Context: an optimization exercise on an open-source flow, tuned for small area and a short achievable clock period. The choices shown serve that exercise and are no tape-out recipe.
Only simulation tests tie the RTL to the original design; equivalence was not proved.

==> run a: inputs <==
==> flow/design.v <==
module comp_bilerp_row #(parameter W = 16) (
    input  wire [W-1:0] a,       
    input  wire [W-1:0] b,       
    input  wire [7:0]   f,
    input  wire [W-1:0] c,       
    output wire [W+7:0] r
);
    wire [W-1:0] s0 = f[0] ? b : a;
    wire [W-1:0] s1 = f[1] ? b : a;
    wire [W-1:0] s2 = f[2] ? b : a;
    wire [W-1:0] s3 = f[3] ? b : a;
    wire [W-1:0] s4 = f[4] ? b : a;
    wire [W-1:0] s5 = f[5] ? b : a;
    wire [W-1:0] s6 = f[6] ? b : a;
    wire [W-1:0] s7 = f[7] ? b : a;
    assign r = {8'd0, a} + {8'd0, s0} + {7'd0, s1, 1'b0} + {6'd0, s2, 2'b0}
             + {5'd0, s3, 3'b0} + {4'd0, s4, 4'b0} + {3'd0, s5, 5'b0}
             + {2'd0, s6, 6'b0} + {1'd0, s7, 7'b0} + {8'd0, c};
endmodule
module comp_bilerp (
    input  wire [15:0] t00,
    input  wire [15:0] t10,
    input  wire [15:0] t01,
    input  wire [15:0] t11,
    input  wire [7:0]  fu,
    input  wire [7:0]  fv,
    output wire [15:0] q
);
    wire [23:0] row0, row1;
    wire [31:0] acc;
    comp_bilerp_row #(16) u_r0 (.a(t00), .b(t10), .f(fu), .c(16'd0), .r(row0));
    comp_bilerp_row #(16) u_r1 (.a(t01), .b(t11), .f(fu), .c(16'd0), .r(row1));
    comp_bilerp_row #(24) u_v  (.a(row0), .b(row1), .f(fv), .c(24'd32768), .r(acc));
    assign q = acc[31:16];
endmodule
module comp_pixel (
    input  wire        clk,
    input  wire        rst,
    input  wire        in_valid,
    input  wire        in_on_canvas,
    input  wire [3:0]  in_layer_en,      
    input  wire        in_base_hit,      
    input  wire [15:0] in_b00,
    input  wire [15:0] in_b10,
    input  wire [15:0] in_b01,
    input  wire [15:0] in_b11,
    input  wire [7:0]  in_bfu,
    input  wire [7:0]  in_bfv,
    input  wire [15:0] in_s00,
    input  wire [15:0] in_s10,
    input  wire [15:0] in_s01,
    input  wire [15:0] in_s11,
    input  wire [7:0]  in_sfu,
    input  wire [7:0]  in_sfv,
    input  wire [15:0] in_floor,
    input  wire [15:0] in_ceil,
    input  wire [7:0]  in_crema,
    input  wire        in_stitch_en,
    input  wire [16:0] in_wn,            
    input  wire        in_unif_en,
    input  wire [15:0] in_gain,          
    output reg         out_valid,
    output reg  [15:0] out_v,
    output reg  [15:0] out_pre,
    output reg         out_sat,
    output reg         out_l3
);
    reg        r_valid;
    reg        r_on_canvas;
    reg [3:0]  r_layer_en;
    reg        r_base_hit;
    reg [15:0] r_b00, r_b10, r_b01, r_b11;
    reg [7:0]  r_bfu, r_bfv;
    reg [15:0] r_s00, r_s10, r_s01, r_s11;
    reg [7:0]  r_sfu, r_sfv;
    reg [15:0] r_floor, r_ceil;
    reg [7:0]  r_crema;
    reg        r_stitch_en;
    reg [16:0] r_wn;
    reg        r_unif_en;
    reg [15:0] r_gain;
    always @(posedge clk) begin
        if (rst)
            r_valid <= 1'b0;
        else
            r_valid <= in_valid;
    end
    always @(posedge clk) begin
        r_on_canvas <= in_on_canvas;
        r_layer_en  <= in_layer_en;
        r_base_hit  <= in_base_hit;
        r_b00 <= in_b00;  r_b10 <= in_b10;  r_b01 <= in_b01;  r_b11 <= in_b11;
        r_bfu <= in_bfu;  r_bfv <= in_bfv;
        r_s00 <= in_s00;  r_s10 <= in_s10;  r_s01 <= in_s01;  r_s11 <= in_s11;
        r_sfu <= in_sfu;  r_sfv <= in_sfv;
        r_floor     <= in_floor;
        r_ceil      <= in_ceil;
        r_crema     <= in_crema;
        r_stitch_en <= in_stitch_en;
        r_wn        <= in_wn;
        r_unif_en   <= in_unif_en;
        r_gain      <= in_gain;
    end
    wire [15:0] base_q, sig_q;
    comp_bilerp u_base (
        .t00(r_b00), .t10(r_b10), .t01(r_b01), .t11(r_b11),
        .fu(r_bfu), .fv(r_bfv), .q(base_q)
    );
    comp_bilerp u_sig (
        .t00(r_s00), .t10(r_s10), .t01(r_s01), .t11(r_s11),
        .fu(r_sfu), .fv(r_sfv), .q(sig_q)
    );
    reg        p1_valid;
    reg [15:0] p1_b, p1_s, p1_f, p1_c, p1_g;
    reg [7:0]  p1_a;
    reg [16:0] p1_wn;
    always @(posedge clk) begin
        if (rst)
            p1_valid <= 1'b0;
        else
            p1_valid <= r_valid;
    end
    always @(posedge clk) begin
        p1_b  <= (r_on_canvas && r_layer_en[0] && r_base_hit) ? base_q : 16'd0;
        p1_s  <= (r_on_canvas && r_layer_en[1]) ? sig_q : 16'd0;
        p1_a  <= r_layer_en[2] ? r_crema : 8'd0;
        p1_f  <= (r_on_canvas && r_layer_en[3]) ? r_floor : 16'd0;
        p1_c  <= r_layer_en[3] ? r_ceil : 16'hFFFF;
        p1_wn <= r_stitch_en ? r_wn : 17'd65536;
        p1_g  <= r_unif_en ? r_gain : 16'd32768;
    end
    wire [23:0] att_p = p1_b * (8'd255 - p1_a);
    wire [40:0] ts_acc = {17'd0, att_p} + {9'd0, att_p, 8'd0} + {1'd0, att_p, 16'd0}
                       + {1'b0, p1_s, 24'd0} + 41'h807F7F;
    wire        sat_add = ts_acc[40];
    wire [15:0] ts_val  = sat_add ? 16'hFFFF : ts_acc[39:24];
    wire        l3_conf = p1_f > p1_c;
    wire        v_lo    = ts_val < p1_f;
    wire        v_hi    = ts_val > p1_c;
    wire [15:0] cl_val  = (l3_conf || (v_hi && !v_lo)) ? p1_c :
                          v_lo ? p1_f : ts_val;
    reg        p2_valid;
    reg [15:0] p2_v, p2_g;
    reg [16:0] p2_wn;
    reg        p2_sat, p2_l3;
    always @(posedge clk) begin
        if (rst)
            p2_valid <= 1'b0;
        else
            p2_valid <= p1_valid;
    end
    always @(posedge clk) begin
        p2_v   <= cl_val;
        p2_sat <= sat_add;
        p2_l3  <= l3_conf;
        p2_wn  <= p1_wn;
        p2_g   <= p1_g;
    end
    wire [33:0] st_prod = p2_v * p2_wn + 34'd32768;
    reg        p3_valid;
    reg [15:0] p3_pre, p3_g;
    reg        p3_sat, p3_l3;
    always @(posedge clk) begin
        if (rst)
            p3_valid <= 1'b0;
        else
            p3_valid <= p2_valid;
    end
    always @(posedge clk) begin
        p3_pre <= st_prod[31:16];
        p3_g   <= p2_g;
        p3_sat <= p2_sat;
        p3_l3  <= p2_l3;
    end
    wire [32:0] g_prod  = p3_pre * p3_g + 33'd16384;
    wire [17:0] g_q     = g_prod[32:15];
    wire        sat_g   = g_q > 18'd65535;
    wire [15:0] fin_val = sat_g ? 16'hFFFF : g_q[15:0];
    always @(posedge clk) begin
        if (rst)
            out_valid <= 1'b0;
        else
            out_valid <= p3_valid;
    end
    always @(posedge clk) begin
        out_v   <= fin_val;
        out_pre <= p3_pre;
        out_sat <= p3_sat | sat_g;
        out_l3  <= p3_l3;
    end
endmodule
==> flow/run.sh <==
#!/bin/bash
# synth_recipe.tcl (not shown) runs the flow's synth.tcl, then flattens the netlist and writes it again
# the make line also repeats each setting of config.mk as NAME=value (left out here)
make -C /OpenROAD-flow-scripts/flow DESIGN_CONFIG=/design/flow/config.mk WORK_HOME=/design/flow/orfs CLKGATE_MAP_FILE= SYNTH_SCRIPT=/design/flow/synth_recipe.tcl finish
==> flow/config.mk <==
export PLATFORM = sky130hd
export DESIGN_NAME = comp_pixel
export DESIGN_NICKNAME = comp_pixel
export VERILOG_FILES = /design/flow/design.v
export SDC_FILE = /design/flow/constraint.sdc
export NUM_CORES = 4
export LEC_CHECK = 0
export CAP_MARGIN = 20
export CORE_MARGIN = 2
export CORE_UTILIZATION = 40
export PLACE_DENSITY = 0.6
export SLEW_MARGIN = 20
==> flow/constraint.sdc <==
create_clock -name core_clock -period 55.0 [get_ports {clk}]
set_input_delay 11.0000 -clock core_clock [delete_from_list [all_inputs] [get_ports {clk}]]
set_output_delay 11.0000 -clock core_clock [all_outputs]
set_load 0.01 [all_outputs]
==> run b: changes against run a <==
==> flow/design.v, changed modules only <==
module comp_bilerp (
    input  wire [15:0] t00,
    input  wire [15:0] t10,
    input  wire [15:0] t01,
    input  wire [15:0] t11,
    input  wire [7:0]  fu,
    input  wire [7:0]  fv,
    output wire [15:0] q
);
    wire [8:0]  wu0 = 9'd256 - {1'b0, fu};
    wire [8:0]  wv0 = 9'd256 - {1'b0, fv};
    wire [24:0] row0 = t00 * wu0 + t10 * fu;
    wire [24:0] row1 = t01 * wu0 + t11 * fu;
    wire [33:0] acc  = row0 * wv0 + row1 * fv + 34'd32768;
    assign q = acc[31:16];
endmodule
module comp_pixel (
    input  wire        clk,
    input  wire        rst,
    input  wire        in_valid,
    input  wire        in_on_canvas,
    input  wire [3:0]  in_layer_en,      
    input  wire        in_base_hit,      
    input  wire [15:0] in_b00,
    input  wire [15:0] in_b10,
    input  wire [15:0] in_b01,
    input  wire [15:0] in_b11,
    input  wire [7:0]  in_bfu,
    input  wire [7:0]  in_bfv,
    input  wire [15:0] in_s00,
    input  wire [15:0] in_s10,
    input  wire [15:0] in_s01,
    input  wire [15:0] in_s11,
    input  wire [7:0]  in_sfu,
    input  wire [7:0]  in_sfv,
    input  wire [15:0] in_floor,
    input  wire [15:0] in_ceil,
    input  wire [7:0]  in_crema,
    input  wire        in_stitch_en,
    input  wire [16:0] in_wn,            
    input  wire        in_unif_en,
    input  wire [15:0] in_gain,          
    output reg         out_valid,
    output reg  [15:0] out_v,
    output reg  [15:0] out_pre,
    output reg         out_sat,
    output reg         out_l3
);
    reg        r_valid;
    reg        r_on_canvas;
    reg [3:0]  r_layer_en;
    reg        r_base_hit;
    reg [15:0] r_b00, r_b10, r_b01, r_b11;
    reg [7:0]  r_bfu, r_bfv;
    reg [15:0] r_s00, r_s10, r_s01, r_s11;
    reg [7:0]  r_sfu, r_sfv;
    reg [15:0] r_floor, r_ceil;
    reg [7:0]  r_crema;
    reg        r_stitch_en;
    reg [16:0] r_wn;
    reg        r_unif_en;
    reg [15:0] r_gain;
    always @(posedge clk) begin
        if (rst)
            r_valid <= 1'b0;
        else
            r_valid <= in_valid;
    end
    always @(posedge clk) begin
        r_on_canvas <= in_on_canvas;
        r_layer_en  <= in_layer_en;
        r_base_hit  <= in_base_hit;
        r_b00 <= in_b00;  r_b10 <= in_b10;  r_b01 <= in_b01;  r_b11 <= in_b11;
        r_bfu <= in_bfu;  r_bfv <= in_bfv;
        r_s00 <= in_s00;  r_s10 <= in_s10;  r_s01 <= in_s01;  r_s11 <= in_s11;
        r_sfu <= in_sfu;  r_sfv <= in_sfv;
        r_floor     <= in_floor;
        r_ceil      <= in_ceil;
        r_crema     <= in_crema;
        r_stitch_en <= in_stitch_en;
        r_wn        <= in_wn;
        r_unif_en   <= in_unif_en;
        r_gain      <= in_gain;
    end
    wire [15:0] base_q, sig_q;
    comp_bilerp u_base (
        .t00(r_b00), .t10(r_b10), .t01(r_b01), .t11(r_b11),
        .fu(r_bfu), .fv(r_bfv), .q(base_q)
    );
    comp_bilerp u_sig (
        .t00(r_s00), .t10(r_s10), .t01(r_s01), .t11(r_s11),
        .fu(r_sfu), .fv(r_sfv), .q(sig_q)
    );
    wire [15:0] b_val = (r_layer_en[0] && r_base_hit) ? base_q : 16'd0;
    wire [15:0] s_val = r_layer_en[1] ? sig_q   : 16'd0;
    wire [7:0]  a_val = r_layer_en[2] ? r_crema : 8'd0;
    wire [15:0] f_val = r_layer_en[3] ? r_floor : 16'd0;
    wire [15:0] c_val = r_layer_en[3] ? r_ceil  : 16'hFFFF;
    wire [23:0] att_num = b_val * (8'd255 - a_val) + 24'd127;
    wire [15:0] t_val   = att_num / 24'd255;
    wire [16:0] ts_sum  = t_val + s_val;
    wire        sat_add = ts_sum[16];
    wire [15:0] ts_val  = sat_add ? 16'hFFFF : ts_sum[15:0];
    wire        l3_conf = f_val > c_val;
    wire [15:0] fl_val  = (ts_val < f_val) ? f_val : ts_val;
    wire [15:0] cl_val  = (fl_val > c_val) ? c_val : fl_val;
    wire [16:0] wn_val  = r_stitch_en ? r_wn : 17'd65536;
    wire [33:0] st_prod = cl_val * wn_val + 34'd32768;
    wire [15:0] pre_val = st_prod[31:16];
    wire [15:0] g_val   = r_unif_en ? r_gain : 16'd32768;
    wire [32:0] g_prod  = pre_val * g_val + 33'd16384;
    wire [17:0] g_q     = g_prod[32:15];
    wire        sat_g   = g_q > 18'd65535;
    wire [15:0] fin_val = sat_g ? 16'hFFFF : g_q[15:0];
    always @(posedge clk) begin
        if (rst)
            out_valid <= 1'b0;
        else
            out_valid <= r_valid;
    end
    always @(posedge clk) begin
        if (r_on_canvas) begin
            out_v   <= fin_val;
            out_pre <= pre_val;
            out_sat <= sat_add | sat_g;
            out_l3  <= l3_conf;
        end else begin
            out_v   <= 16'd0;
            out_pre <= 16'd0;
            out_sat <= 1'b0;
            out_l3  <= 1'b0;
        end
    end
endmodule
// module comp_bilerp_row removed
==> run c: changes against run a <==
==> flow/design.v, changed modules only <==
module comp_bilerp_row #(parameter W = 16) (
    input  wire [W-1:0] a,       
    input  wire [W-1:0] b,       
    input  wire [7:0]   f,
    output wire [W+7:0] r
);
    wire [W-1:0] s0 = f[0] ? b : a;
    wire [W-1:0] s1 = f[1] ? b : a;
    wire [W-1:0] s2 = f[2] ? b : a;
    wire [W-1:0] s3 = f[3] ? b : a;
    wire [W-1:0] s4 = f[4] ? b : a;
    wire [W-1:0] s5 = f[5] ? b : a;
    wire [W-1:0] s6 = f[6] ? b : a;
    wire [W-1:0] s7 = f[7] ? b : a;
    assign r = {8'd0, a} + {8'd0, s0} + {7'd0, s1, 1'b0} + {6'd0, s2, 2'b0}
             + {5'd0, s3, 3'b0} + {4'd0, s4, 4'b0} + {3'd0, s5, 5'b0}
             + {2'd0, s6, 6'b0} + {1'd0, s7, 7'b0};
endmodule
module comp_bilerp (
    input  wire [15:0] t00,
    input  wire [15:0] t10,
    input  wire [15:0] t01,
    input  wire [15:0] t11,
    input  wire [7:0]  fu,
    input  wire [7:0]  fv,
    output wire [15:0] q
);
    wire [23:0] row0, row1;
    wire [31:0] acc;
    comp_bilerp_row #(16) u_r0 (.a(t00), .b(t10), .f(fu), .r(row0));
    comp_bilerp_row #(16) u_r1 (.a(t01), .b(t11), .f(fu), .r(row1));
    comp_bilerp_row #(24) u_v  (.a(row0), .b(row1), .f(fv), .r(acc));
    wire [31:0] accr = acc + 32'd32768;
    assign q = accr[31:16];
endmodule
module comp_pixel (
    input  wire        clk,
    input  wire        rst,
    input  wire        in_valid,
    input  wire        in_on_canvas,
    input  wire [3:0]  in_layer_en,      
    input  wire        in_base_hit,      
    input  wire [15:0] in_b00,
    input  wire [15:0] in_b10,
    input  wire [15:0] in_b01,
    input  wire [15:0] in_b11,
    input  wire [7:0]  in_bfu,
    input  wire [7:0]  in_bfv,
    input  wire [15:0] in_s00,
    input  wire [15:0] in_s10,
    input  wire [15:0] in_s01,
    input  wire [15:0] in_s11,
    input  wire [7:0]  in_sfu,
    input  wire [7:0]  in_sfv,
    input  wire [15:0] in_floor,
    input  wire [15:0] in_ceil,
    input  wire [7:0]  in_crema,
    input  wire        in_stitch_en,
    input  wire [16:0] in_wn,            
    input  wire        in_unif_en,
    input  wire [15:0] in_gain,          
    output reg         out_valid,
    output reg  [15:0] out_v,
    output reg  [15:0] out_pre,
    output reg         out_sat,
    output reg         out_l3
);
    reg        r_valid;
    reg        r_on_canvas;
    reg [3:0]  r_layer_en;
    reg        r_base_hit;
    reg [15:0] r_b00, r_b10, r_b01, r_b11;
    reg [7:0]  r_bfu, r_bfv;
    reg [15:0] r_s00, r_s10, r_s01, r_s11;
    reg [7:0]  r_sfu, r_sfv;
    reg [15:0] r_floor, r_ceil;
    reg [7:0]  r_crema;
    reg        r_stitch_en;
    reg [16:0] r_wn;
    reg        r_unif_en;
    reg [15:0] r_gain;
    always @(posedge clk) begin
        if (rst)
            r_valid <= 1'b0;
        else
            r_valid <= in_valid;
    end
    always @(posedge clk) begin
        r_on_canvas <= in_on_canvas;
        r_layer_en  <= in_layer_en;
        r_base_hit  <= in_base_hit;
        r_b00 <= in_b00;  r_b10 <= in_b10;  r_b01 <= in_b01;  r_b11 <= in_b11;
        r_bfu <= in_bfu;  r_bfv <= in_bfv;
        r_s00 <= in_s00;  r_s10 <= in_s10;  r_s01 <= in_s01;  r_s11 <= in_s11;
        r_sfu <= in_sfu;  r_sfv <= in_sfv;
        r_floor     <= in_floor;
        r_ceil      <= in_ceil;
        r_crema     <= in_crema;
        r_stitch_en <= in_stitch_en;
        r_wn        <= in_wn;
        r_unif_en   <= in_unif_en;
        r_gain      <= in_gain;
    end
    wire [15:0] base_q, sig_q;
    comp_bilerp u_base (
        .t00(r_b00), .t10(r_b10), .t01(r_b01), .t11(r_b11),
        .fu(r_bfu), .fv(r_bfv), .q(base_q)
    );
    comp_bilerp u_sig (
        .t00(r_s00), .t10(r_s10), .t01(r_s01), .t11(r_s11),
        .fu(r_sfu), .fv(r_sfv), .q(sig_q)
    );
    reg        p1_valid;
    reg [15:0] p1_b, p1_s, p1_f, p1_c, p1_g;
    reg [7:0]  p1_a;
    reg [16:0] p1_wn;
    always @(posedge clk) begin
        if (rst)
            p1_valid <= 1'b0;
        else
            p1_valid <= r_valid;
    end
    always @(posedge clk) begin
        p1_b  <= (r_on_canvas && r_layer_en[0] && r_base_hit) ? base_q : 16'd0;
        p1_s  <= (r_on_canvas && r_layer_en[1]) ? sig_q : 16'd0;
        p1_a  <= r_layer_en[2] ? r_crema : 8'd0;
        p1_f  <= (r_on_canvas && r_layer_en[3]) ? r_floor : 16'd0;
        p1_c  <= r_layer_en[3] ? r_ceil : 16'hFFFF;
        p1_wn <= r_stitch_en ? r_wn : 17'd65536;
        p1_g  <= r_unif_en ? r_gain : 16'd32768;
    end
    wire [23:0] att_p = p1_b * (8'd255 - p1_a);
    wire [40:0] ts_acc = {17'd0, att_p} + {9'd0, att_p, 8'd0} + {1'd0, att_p, 16'd0}
                       + {1'b0, p1_s, 24'd0} + 41'h807F7F;
    wire        sat_add = ts_acc[40];
    wire [15:0] ts_val  = sat_add ? 16'hFFFF : ts_acc[39:24];
    wire        l3_conf = p1_f > p1_c;
    wire [15:0] fl_val  = (ts_val < p1_f) ? p1_f : ts_val;
    wire [15:0] cl_val  = (fl_val > p1_c) ? p1_c : fl_val;
    reg        p2_valid;
    reg [15:0] p2_v, p2_g;
    reg [16:0] p2_wn;
    reg        p2_sat, p2_l3;
    always @(posedge clk) begin
        if (rst)
            p2_valid <= 1'b0;
        else
            p2_valid <= p1_valid;
    end
    always @(posedge clk) begin
        p2_v   <= cl_val;
        p2_sat <= sat_add;
        p2_l3  <= l3_conf;
        p2_wn  <= p1_wn;
        p2_g   <= p1_g;
    end
    wire [33:0] st_prod = p2_v * p2_wn + 34'd32768;
    wire [15:0] pre_val = st_prod[31:16];
    wire [32:0] g_prod  = pre_val * p2_g + 33'd16384;
    wire [17:0] g_q     = g_prod[32:15];
    wire        sat_g   = g_q > 18'd65535;
    wire [15:0] fin_val = sat_g ? 16'hFFFF : g_q[15:0];
    always @(posedge clk) begin
        if (rst)
            out_valid <= 1'b0;
        else
            out_valid <= p2_valid;
    end
    always @(posedge clk) begin
        out_v   <= fin_val;
        out_pre <= pre_val;
        out_sat <= p2_sat | sat_g;
        out_l3  <= p2_l3;
    end
endmodule
==> comparison <==
Cell count: run b > run a > run c. Clock skew: run a < run b < run c. The highest maximum frequency belongs to run a, the lowest to run b. Via count: run c is smaller than run b (31%). In run a the hold slack is higher than in run c, by 0.0043 ns. Against run c, the cell area of run a is higher by about 1%. Count of clock-buffer cells in the layout, highest first: run a, run c, run b.

-- port drivers added, routing unchanged --
Ports are ideal in the flow. The routed layouts listed here were re-timed in OpenROAD. Step 1: set_driving_cell puts a clkbuf_16 on clk and a buf_2 on each other input, an assumption about the parent block. Step 2 times the ports against the registers' clock, not the clock port: input delays grow and output delays shrink by t, the midpoint of the rising clock arrivals with the driver on. a / b / c = ideal ports / drivers / drivers and shift; a / b = the first two.
run | t, ns | setup slack, ns | worst setup path after step 2 | slew at the worst register clock pin (ns) | worst slew at a driven data input, ns
run a | 0.774 | 42.431 / 42.345 / 42.894 | register to register | 0.08 / 0.08 | 0.05
run b | 0.742 | 3.417 / 3.417 / 3.417 | register to register | 0.09 / 0.09 | 0.12
run c | 0.774 | 41.052 / 41.052 / 41.052 | register to register | 0.08 / 0.08 | 0.06
After both steps setup and hold are still met in every run listed.
